What follows belongs to an exercise in optimizing a design on an open flow for small area, a short achievable clock period and few clock cycles per item; a production flow would make more cautious choices.
The RTL was checked by simulation tests, not by an equivalence proof against the original design.

==> job 6296: inputs <==
==> flow/design.v (excerpt) <==
module lane_fpu (
    input  wire        clk,
    input  wire        rst,         
    input  wire        in_valid,
    output wire        in_ready,
    input  wire [3:0]  in_op,
    input  wire [31:0] in_wa,
    input  wire [31:0] in_wb,
    output reg         out_valid,
    output reg  [31:0] out_wa,
    output reg  [5:0]  out_arith
);
    localparam [3:0] OP_FADD   = 4'h0, OP_FSUB = 4'h1, OP_FMUL  = 4'h2,
                     OP_FDIV   = 4'h3, OP_FSQRT = 4'h4, OP_FABS = 4'h5,
                     OP_FNEG   = 4'h6, OP_ITOF = 4'h7, OP_FTOI  = 4'h8,
                     OP_FTRUNC = 4'h9, OP_FMIN = 4'hA, OP_FMAX  = 4'hB;
    localparam [2:0] Q_IDLE = 3'd0, Q_NORM = 3'd1, Q_ITER = 3'd2,
                     Q_INJ  = 3'd3, Q_MUL  = 3'd4;
    reg  [2:0]        sq_state;
    reg               sq_sqrt;      
    reg               sq_mul;       
    reg               sq_sign;
    reg signed [9:0]  sq_e;
    localparam integer KD = 3, CD = 9;
    localparam integer FR = KD * CD + 1, WW = FR + 3, QW = FR + 2;
    reg  [24:0]       sq_d;         
    reg  [WW-1:0]     sq_r;         
    reg  [WW-1:0]     sq_c;         
    reg  [QW-1:0]     sq_q;         
    reg  [QW-1:0]     sq_qm;        
    reg  [3:0]        sq_cnt;
    reg               sq_pre;       
    reg               dn1;
    wire signed [9:0] sq_e_half = (sq_e >>> 1) + 10'sd127;
    wire signed [9:0] inj_exp   = sq_sqrt ? sq_e_half : sq_e;
    reg               inj_dn;       
    reg        v0, slow0;
    reg        a_nz0, b_nz0;    
    reg [3:0]  op0;
    reg [31:0] a0, b0;
    assign in_ready = !slow0 && !dn1 &&
                      ((sq_state == Q_IDLE) ||
                       ((sq_state == Q_INJ || sq_state == Q_MUL) && !inj_dn));
    wire in_a_small = (in_wa[30:29] == 2'b00) && (in_wa[28:0] != 29'd0);
    wire in_b_small = (in_wb[30:29] == 2'b00) && (in_wb[28:0] != 29'd0);
    wire in_slow = (in_op == OP_FDIV) || (in_op == OP_FSQRT) ||
                   ((in_op == OP_FMUL) && (in_a_small || in_b_small));
    wire mul_ld;
    always @(posedge clk) begin
        a0  <= mul_ld ? {9'd1, sq_d[22:0]} : in_wa;
        b0  <= mul_ld ? {9'd1, sq_r[FR-3:FR-25]} : in_wb;
        op0 <= in_op;
  ...
==> flow/config.mk <==
export PLATFORM = sky130hd
export DESIGN_NAME = lane_fpu
export DESIGN_NICKNAME = lane_fpu
export VERILOG_FILES = /design/flow/design.v
export SDC_FILE = /design/flow/constraint.sdc
export NUM_CORES = 4
export LEC_CHECK = 0
export CAP_MARGIN = 20
export CORE_MARGIN = 2
export CORE_UTILIZATION = 45
export SLEW_MARGIN = 20
==> flow/constraint.sdc <==
create_clock -name core_clock -period 22.0 [get_ports {clk}]
set_input_delay 4.4000 -clock core_clock [delete_from_list [all_inputs] [get_ports {clk}]]
set_output_delay 4.4000 -clock core_clock [all_outputs]
set_load 0.01 [all_outputs]
standard.sh (not shown) runs the stock make flow with config.mk's settings and CLKGATE_MAP_FILE= SYNTH_SCRIPT=/design/flow/synth_recipe.tcl, a recipe that flattens the netlist after the stock synthesis.
==> flow/flow/run.sh <==
#!/bin/bash
# Layout flow: the standard layout (standard.sh: the standard synthesis,
# floorplan, placement, CTS, routing and finish, unchanged), with ORFS's
# repair_timing asked to reach 14 ns of setup slack at the design's 22 ns
# clock (SETUP_SLACK_MARGIN), so that it keeps speeding up paths that
# already meet the clock. Constraints and clock are the design's.
# All output goes to standard.log here; ORFS keeps each step's log in orfs/logs.
set -o pipefail
export SETUP_SLACK_MARGIN=14
bash standard.sh > standard.log 2>&1
==> job 3794 (differences from job 6296) <==
--- a/flow/design.v
+++ b/flow/design.v
@@ -149,15 +149,14 @@
     wire is_mul  = (op0 == OP_FMUL);
     wire is_div  = (op0 == OP_FDIV);
     wire is_sqrt = (op0 == OP_FSQRT);
     wire is_itof = (op0 == OP_ITOF);
     wire is_cvt  = (op0 == OP_FTOI) || (op0 == OP_FTRUNC);
     wire is_mm   = (op0 == OP_FMIN) || (op0 == OP_FMAX);
     wire mag_gt = a0[30:0] > b0[30:0];
-    wire mag_eq = a0[30:0] == b0[30:0];
     wire        sa_eff  = sa ^ op0[0];
     wire        eff_sub = sa_eff ^ sb;
     wire        a_big   = mag_gt && !is_cvt;
     wire [23:0] big_sig = a_big ? siga : sigb;
     wire [23:0] sml_sig = a_big ? sigb : siga;
     wire [7:0]  big_e   = a_big ? ea_eff : eb_eff;
     wire [7:0]  d_ab    = ea_eff - eb_eff;
@@ -183,35 +182,38 @@
     wire [32:0] add_b = {1'b0, shy} ^ {33{eff_sub}};
     wire [32:0] add_sum = add_a + add_b + {32'd0, eff_sub & !sh_st};
     wire [23:0] mul_x   = siga;
     wire [23:0] mul_y   = sigb;
     wire [47:0] mul_p;
     fpu_mul24 u_mul (.x(mul_x), .y(mul_y), .p(mul_p));
     wire [9:0]  mul_e   = {2'b00, ea_eff} + {2'b00, eb_eff} - 10'd127;
-    wire [31:0] itof_mag = (a0 ^ {32{sa}}) + {31'd0, sa};
     wire        cvt_g   = shy[0];
     wire        cvt_rnd = (op0 == OP_FTOI) && cvt_g && (sh_st || shy[1]);
-    wire [31:0] cvt_res = ({1'b0, shy[31:1]} ^ {32{sa}}) + {31'd0, sa ^ cvt_rnd};
-    wire b_lt_a = (sb && !sa) || (!sb && !sa && mag_gt) || (sb && sa && !mag_gt && !mag_eq);
-    wire b_gt_a = (!sb && sa) || (!sb && !sa && !mag_gt && !mag_eq) || (sb && sa && mag_gt);
+    wire [31:0] inc_x   = is_itof ? a0 : {1'b0, shy[31:1]};
+    wire        inc_c   = is_itof ? sa : (sa ^ cvt_rnd);
+    wire [31:0] inc_res = (inc_x ^ {32{sa}}) + {31'd0, inc_c};
+    wire b_lt_a = (sb && !sa) || (!sb && !sa && mag_gt) || (sb && sa && !mag_gt);
+    wire b_gt_a = (!sb && sa) || (!sb && !sa && !mag_gt) || (sb && sa && mag_gt);
     reg        k_pass;     
     reg  [2:0] k_src;      
     reg        k_sign;
+    reg        k_zpos;     
     reg  [9:0] k_exp;
     reg        k_ov, k_nan, k_dz;
     reg        go_seq;
     reg  [1:0] pv_sel;     
     reg        pv_s;       
     reg        pv_e;       
     reg        pv_q;       
     reg        pv_m;       
     always @* begin
         k_pass = 1'b1;
         k_src  = 3'd4;
         k_sign = 1'b0;
+        k_zpos = 1'b0;
         k_exp  = 10'd0;
         k_ov   = 1'b0;
         k_nan  = 1'b0;
         k_dz   = 1'b0;
         go_seq = 1'b0;
         pv_sel = 2'd0;
         pv_s   = 1'b0;
@@ -229,15 +231,16 @@
                 end else if (b_inf) begin
                     pv_sel = 2'd2;
                 end else if (a_inf) begin
                     pv_s = sa_eff; pv_e = 1'b1;
                 end else begin
                     k_pass = 1'b0;
                     k_src  = 3'd0;
-                    k_sign = (eff_sub && mag_eq) ? 1'b0 : big_s;
+                    k_sign = big_s;
+                    k_zpos = eff_sub;     
                     k_exp  = {2'b00, big_e};
                 end
             end
             OP_FMUL: begin
                 if (a_nan || b_nan) begin
                     pv_e = 1'b1; pv_q = 1'b1;
                     k_nan = a_snan || b_snan;
@@ -342,16 +345,15 @@
                            (pv_sel == 2'd2) ? b0 : pv_const;
     reg  [31:0] e1_sig;
     reg         e1_st;
     always @* begin
         case (k_src)
             3'd0:    begin e1_sig = add_sum[32:1];  e1_st = add_sum[0] | sh_st; end
             3'd1:    begin e1_sig = mul_p[47:16];   e1_st = |mul_p[15:0];      end
-            3'd2:    begin e1_sig = itof_mag;       e1_st = 1'b0;              end
-            3'd3:    begin e1_sig = cvt_res;        e1_st = 1'b0;              end
+            3'd2, 3'd3: begin e1_sig = inc_res;     e1_st = 1'b0;              end
             default: begin e1_sig = pass_val;       e1_st = 1'b0;              end
         endcase
     end
     wire [WW-1:0] dvd = {{(WW-FR+23){1'b0}}, sq_d[23:0]} << (FR - 24);
     reg  [WW-1:0] dv_s [0:KD];
     reg  [WW-1:0] dv_c [0:KD];
     reg  [QW-1:0] dv_q [0:KD];
@@ -365,15 +367,14 @@
         dv_s[0] = sq_r;
         dv_c[0] = sq_c;
         dv_q[0] = sq_q;
         dv_m[0] = sq_qm;
         dv_o[0] = {QW{1'b0}};
         for (k = 0; k < CD; k = k + 1)
             if (sq_cnt == k) dv_o[0][FR - 1 - KD * k] = 1'b1;
-        if (sq_pre) dv_o[0] = {1'b0, dv_o[0][QW-1:1]};
         for (k = 0; k < KD; k = k + 1) begin
             dys   = {dv_s[k][WW-2:0], 1'b0};
             dyc   = {dv_c[k][WW-2:0], 1'b0};
             dest  = dys[WW-1:WW-4] + dyc[WW-1:WW-4];
             dpos  = !dest[3];
             dzero = (dest == 4'b1111);
             if (sq_sqrt) begin
@@ -400,69 +401,89 @@
     wire [QW-1:0] dqf  = dneg ? sq_qm : sq_q;
     wire [WW-1:0] dcor = sq_sqrt ? {1'b0, sq_qm[QW-1:1], 1'b1} : dvd;
     wire          dst  = dneg ? (dw != ({WW{1'b0}} - dcor)) : (dw != {WW{1'b0}});
     wire d_norm = sq_sqrt ? (!sq_d[24] && (!sq_d[23] || sq_e[0])) : !sq_d[23];
     wire r_norm = !sq_sqrt && !sq_r[FR-2];
     assign mul_ld = (sq_state == Q_NORM) && sq_mul && !(d_norm || r_norm);
     wire seq_out = (sq_state == Q_INJ) || (sq_state == Q_MUL);
-    wire ld_norm = is_div ? (a_ez || b_ez) :
-                   is_sqrt ? a_ez : 1'b1;
-    wire              dv_pre = is_div && !ld_norm;
-    wire              dv_ge  = (fb >= fa);
-    wire [24:0]       dv_x   = dv_ge ? {1'b0, sigb} : {sigb, 1'b0};
-    wire signed [9:0] ld_e2;
-    wire signed [9:0] ld_e = is_div ? ($signed({2'b00, eb_eff}) - $signed({2'b00, ea_eff}) + 10'sd127) :
-                             is_mul ? $signed(mul_e) : ($signed({2'b00, ea_eff}) - 10'sd127);
-    assign ld_e2 = ld_e - {9'd0, (dv_pre && !dv_ge) || (is_sqrt && !ea_eff[0])};
+    wire [7:0]  i_ea     = in_wa[30:23];
+    wire [7:0]  i_eb     = in_wb[30:23];
+    wire        i_a_nz   = (i_ea != 8'd0);
+    wire        i_b_nz   = (i_eb != 8'd0);
+    wire [23:0] i_siga   = {i_a_nz, in_wa[22:0]};
+    wire [23:0] i_sigb   = {i_b_nz, in_wb[22:0]};
+    wire [7:0]  i_ea_eff = {i_ea[7:1], i_ea[0] | !i_a_nz};
+    wire [7:0]  i_eb_eff = {i_eb[7:1], i_eb[0] | !i_b_nz};
+    wire        i_div    = (in_op == OP_FDIV);
+    wire        i_sqrt   = (in_op == OP_FSQRT);
+    wire        i_mul    = (in_op == OP_FMUL);
+    wire ld_norm = i_div ? (!i_a_nz || !i_b_nz) :
+                   i_sqrt ? !i_a_nz : 1'b1;
+    wire              dv_pre = i_div && !ld_norm;
+    wire              dv_ge;
+    fpu_ge23 u_ge (.x(in_wb[22:0]), .y(in_wa[22:0]), .ge(dv_ge));
+    wire [24:0]       dv_x   = dv_ge ? {1'b0, i_sigb} : {i_sigb, 1'b0};
+    wire signed [9:0] ld_e = i_div ? ($signed({2'b00, i_eb_eff}) - $signed({2'b00, i_ea_eff}) + 10'sd127) :
+                             i_mul ? ($signed({2'b00, i_ea_eff}) + $signed({2'b00, i_eb_eff}) - 10'sd127) :
+                                     ($signed({2'b00, i_ea_eff}) - 10'sd127);
+    wire signed [9:0] ld_em = i_div ? ($signed({2'b00, i_eb_eff}) - $signed({2'b00, i_ea_eff}) + 10'sd126) :
+                                      ($signed({2'b00, i_ea_eff}) - 10'sd128);
+    wire              ld_adj = (dv_pre && !dv_ge) || (i_sqrt && !i_ea_eff[0]);
+    wire signed [9:0] ld_e2  = ld_adj ? ld_em : ld_e;
+    wire              ld_dn  = !i_sqrt && (ld_adj ? (ld_em < 10'sd1) : (ld_e < 10'sd1));
+    wire seq_start = in_valid && in_ready && in_slow;
+    wire seq_abort = v0 && slow0 && !go_seq;
     always @(posedge clk) begin
         if (rst) begin
             sq_state <= Q_IDLE;
+        end else if (seq_start) begin
+            sq_state <= ld_norm ? Q_NORM : Q_ITER;
+        end else if (seq_abort) begin
+            sq_state <= Q_IDLE;
         end else begin
             case (sq_state)
-                Q_IDLE:
-                    if (v0 && go_seq)
-                        sq_state <= ld_norm ? Q_NORM : (is_mul ? Q_MUL : Q_ITER);
+                Q_IDLE: ;
                 Q_NORM:
                     if (!(d_norm || r_norm))
                         sq_state <= sq_mul ? Q_MUL : Q_ITER;
                 Q_ITER:
                     if (sq_cnt == (sq_pre ? CD - 2 : CD - 1)) sq_state <= Q_INJ;
                 default:     
                     sq_state <= Q_IDLE;
             endcase
         end
     end
     always @(posedge clk) begin
-        case (sq_state)
-            Q_IDLE: begin
-                sq_sqrt <= is_sqrt;
-                sq_mul  <= is_mul;
-                sq_sign <= is_sqrt ? 1'b0 : (sa ^ sb);
-                sq_d    <= {1'b0, siga};
+        if (seq_start) begin
+                sq_sqrt <= i_sqrt;
+                sq_mul  <= i_mul;
+                sq_sign <= i_sqrt ? 1'b0 : (in_wa[31] ^ in_wb[31]);
+                sq_d    <= {1'b0, i_siga};
                 sq_pre  <= dv_pre;
-                if (is_sqrt) begin
-                    sq_r  <= {{(WW-24){1'b0}}, siga} << (ea_eff[0] ? FR - 26 : FR - 25);
+                if (i_sqrt) begin
+                    sq_r  <= {{(WW-24){1'b0}}, i_siga} << (i_ea_eff[0] ? FR - 26 : FR - 25);
                     sq_c  <= {WW{1'b1}} << (FR - 1);
                     sq_q  <= {{(QW-1){1'b0}}, 1'b1} << FR;
                     sq_qm <= {QW{1'b0}};
                 end else if (dv_pre) begin
                     sq_r  <= ({{(WW-25){1'b0}}, dv_x} << (FR - 24)) | {{(WW-1){1'b0}}, 1'b1};
-                    sq_c  <= ~({{(WW-24){1'b0}}, siga} << (FR - 24));
-                    sq_q  <= {{(QW-1){1'b0}}, 1'b1} << (FR - 1);
+                    sq_c  <= ~({{(WW-24){1'b0}}, i_siga} << (FR - 24));
+                    sq_q  <= {{(QW-1){1'b0}}, 1'b1} << FR;      
                     sq_qm <= {QW{1'b0}};
                 end else begin
-                    sq_r  <= {{(WW-24){1'b0}}, sigb} << (FR - 25);
+                    sq_r  <= {{(WW-24){1'b0}}, i_sigb} << (FR - 25);
                     sq_c  <= {WW{1'b0}};
                     sq_q  <= {QW{1'b0}};
                     sq_qm <= {QW{1'b1}} << FR;
                 end
                 sq_cnt  <= 4'd0;
                 sq_e    <= ld_e2;
-                inj_dn  <= !is_sqrt && (ld_e2 < 10'sd1);
-            end
+                inj_dn  <= ld_dn;
+        end else begin
+        case (sq_state)
             Q_NORM: begin
                 if (d_norm) sq_d <= {sq_d[23:0], 1'b0};
                 if (r_norm) sq_r <= {sq_r[WW-2:0], 1'b0};
                 else if (sq_sqrt) sq_r <= {{(WW-25){1'b0}}, sq_d} << (FR - 26);
                 if (sq_mul)
                     sq_e <= sq_e - {9'd0, d_norm} - {9'd0, r_norm};
                 else if (sq_sqrt)
@@ -476,16 +497,17 @@
                 sq_c  <= dv_c[KD];
                 sq_q  <= dv_q[KD];
                 sq_qm <= dv_m[KD];
                 sq_cnt <= sq_cnt + 4'd1;
             end
             default: ;
         endcase
+        end
     end
-    reg               v1, pass1, sign1, ov1, nan1, dz1, st1;
+    reg               v1, pass1, sign1, ov1, nan1, dz1, st1, zpos1;
     reg signed [9:0]  exp1;
     reg               lim1;    
     reg        [31:0] sig1;
     wire dn_flush = exp1 <= -10'sd26;
     always @(posedge clk) begin
         if (rst) begin
             v1  <= 1'b0;
@@ -511,42 +533,44 @@
                 st1  <= st1 | sig1[0];
                 exp1 <= exp1 + 10'sd1;
                 lim1 <= 1'b1;
             end
         end else if (seq_out) begin
             pass1 <= 1'b0;
             sign1 <= sq_sign;
+            zpos1 <= 1'b0;
             ov1   <= 1'b0;
             nan1  <= 1'b0;
             dz1   <= 1'b0;
             exp1  <= inj_exp;
             lim1  <= (inj_exp[9:5] == 5'd0);
             if (sq_mul) begin
                 sig1 <= mul_p[47:16];
                 st1  <= |mul_p[15:0];
             end else begin
-                sig1 <= {1'b0, dqf[FR-1:FR-28], 3'd0};
+                sig1 <= sq_pre ? {1'b0, dqf[FR:FR-27], 3'd0} : {1'b0, dqf[FR-1:FR-28], 3'd0};
                 st1  <= dst;
             end
         end else begin
             pass1 <= k_pass;
             sign1 <= k_sign;
+            zpos1 <= k_zpos;
             ov1   <= k_ov;
             nan1  <= k_nan;
             dz1   <= k_dz;
             exp1  <= $signed(k_exp);
             lim1  <= (k_exp[9:5] == 5'd0);
             sig1  <= e1_sig;
             st1   <= e1_st;
         end
     end
     wire        fpu_ovf, fpu_unf;
     wire [31:0] fpu_res;
     fpu_norm_round u_round (
-        .sign      (sign1),
+        .sign      (sign1 && !(zpos1 && sig1 == 32'd0 && !st1)),
         .exp       (exp1),
         .lim       (lim1),
         .sig       (sig1),
         .sticky    (st1),
         .result    (fpu_res),
         .overflow  (fpu_ovf),
         .underflow (fpu_unf)
@@ -580,7 +604,29 @@
             m   = one ? {1'b0, x} : (two ? {x, 1'b0} : 25'd0);
             m   = m ^ {25{neg}};
             acc = acc + ({22'd0, ~neg, m} << (2*i)) + ({47'd0, neg} << (2*i));
         end
     end
     assign p = acc;
 endmodule
+module fpu_ge23 (
+    input  wire [22:0] x,
+    input  wire [22:0] y,
+    output wire        ge
+);
+    reg [31:0] g, e;
+    integer    i, w;
+    always @* begin
+        g = 32'd0;
+        e = {32{1'b1}};
+        for (i = 0; i < 23; i = i + 1) begin
+            g[i] = x[i] & ~y[i];
+            e[i] = ~(x[i] ^ y[i]);
+        end
+        for (w = 1; w < 32; w = w * 2)
+            for (i = 0; i < 32; i = i + 2 * w) begin
+                g[i] = g[i + w] | (e[i + w] & g[i]);
+                e[i] = e[i + w] & e[i];
+            end
+    end
+    assign ge = g[0] | e[0];
+endmodule
==> flow/config.mk (replaced) <==
export PLATFORM = sky130hd
export DESIGN_NAME = lane_fpu
export DESIGN_NICKNAME = lane_fpu
export VERILOG_FILES = /design/flow/design.v
export SDC_FILE = /design/flow/constraint.sdc
export NUM_CORES = 4
export LEC_CHECK = 0
export CAP_MARGIN = 20
export CORE_MARGIN = 2
export CORE_UTILIZATION = 50
export SLEW_MARGIN = 20
==> notes.md <==
Worst Path Arrival 8.58 ns; Core ar. 111000 um^2; post-CTS sizing 383; largest net degree at the start of global routing 93; Slew Limit Headroom 14.0%; non-filler cells, final 8472; status complete, no violations; nature of the critical path startpoint input port; first-pass GRT wire length 373000 um; YS warnings 9; synthesized instance count 6960; n_diodes 3; R2R setup slack 14.00 ns
(the above is from job 3794)
==> notes.md <==
synthesized instance count 7392; Chip Height 363 um; Slew Limit Headroom 12.7%; fin nets 8218; first-pass GRT wire length 430000 um; Worst Path Arrival 8.60 ns; R2R setup slack 13.92 ns; # Taps 1662; non-filler cells, final 9112; status complete, no violations; pre-CTS WS 11.64 ns; nature of the critical path startpoint flop; n_diodes 0; YS warnings 8; RR Endpoint sig1[28]; Core ar. 128000 um^2; length of routed met2 wiring 121000 um; comb_multi_in 6020
(the above is from job 6296)
Testbench counts of job 6296, summed over its fixed seeds: cycles 41,408, items 24,000.
Testbench counts of job 3794, summed over its fixed seeds: cycles 39,558, items 24,000.

==> static timing again, ports no longer ideal <==
The results above use ideal ports. As a check the final layouts listed here were re-extracted and re-timed, cells and wires unchanged.
Step 1 assumes that a clkbuf_16 drives the clock port and a buf_2 every other input.
Step 2 times the ports against the registers' clock, not the clock port: input delays grow and output delays shrink by t, the midpoint of the rising clock arrivals with the driver on.
a / b / c = ideal ports / drivers / drivers and shift; a / b = the first two.
run | t, ns | slack for setup (ns) | worst setup path after step 2
job 6296 | 0.726 | 13.917 / 13.917 / 13.917 | register to register
job 3794 | 0.738 | 13.806 / 13.838 / 13.101 | input to register
After both steps every run listed still meets setup and hold. For job 3794, which loses most, drivers alone change the setup slack by +0.032 ns; drivers and shift together by -0.705 ns.
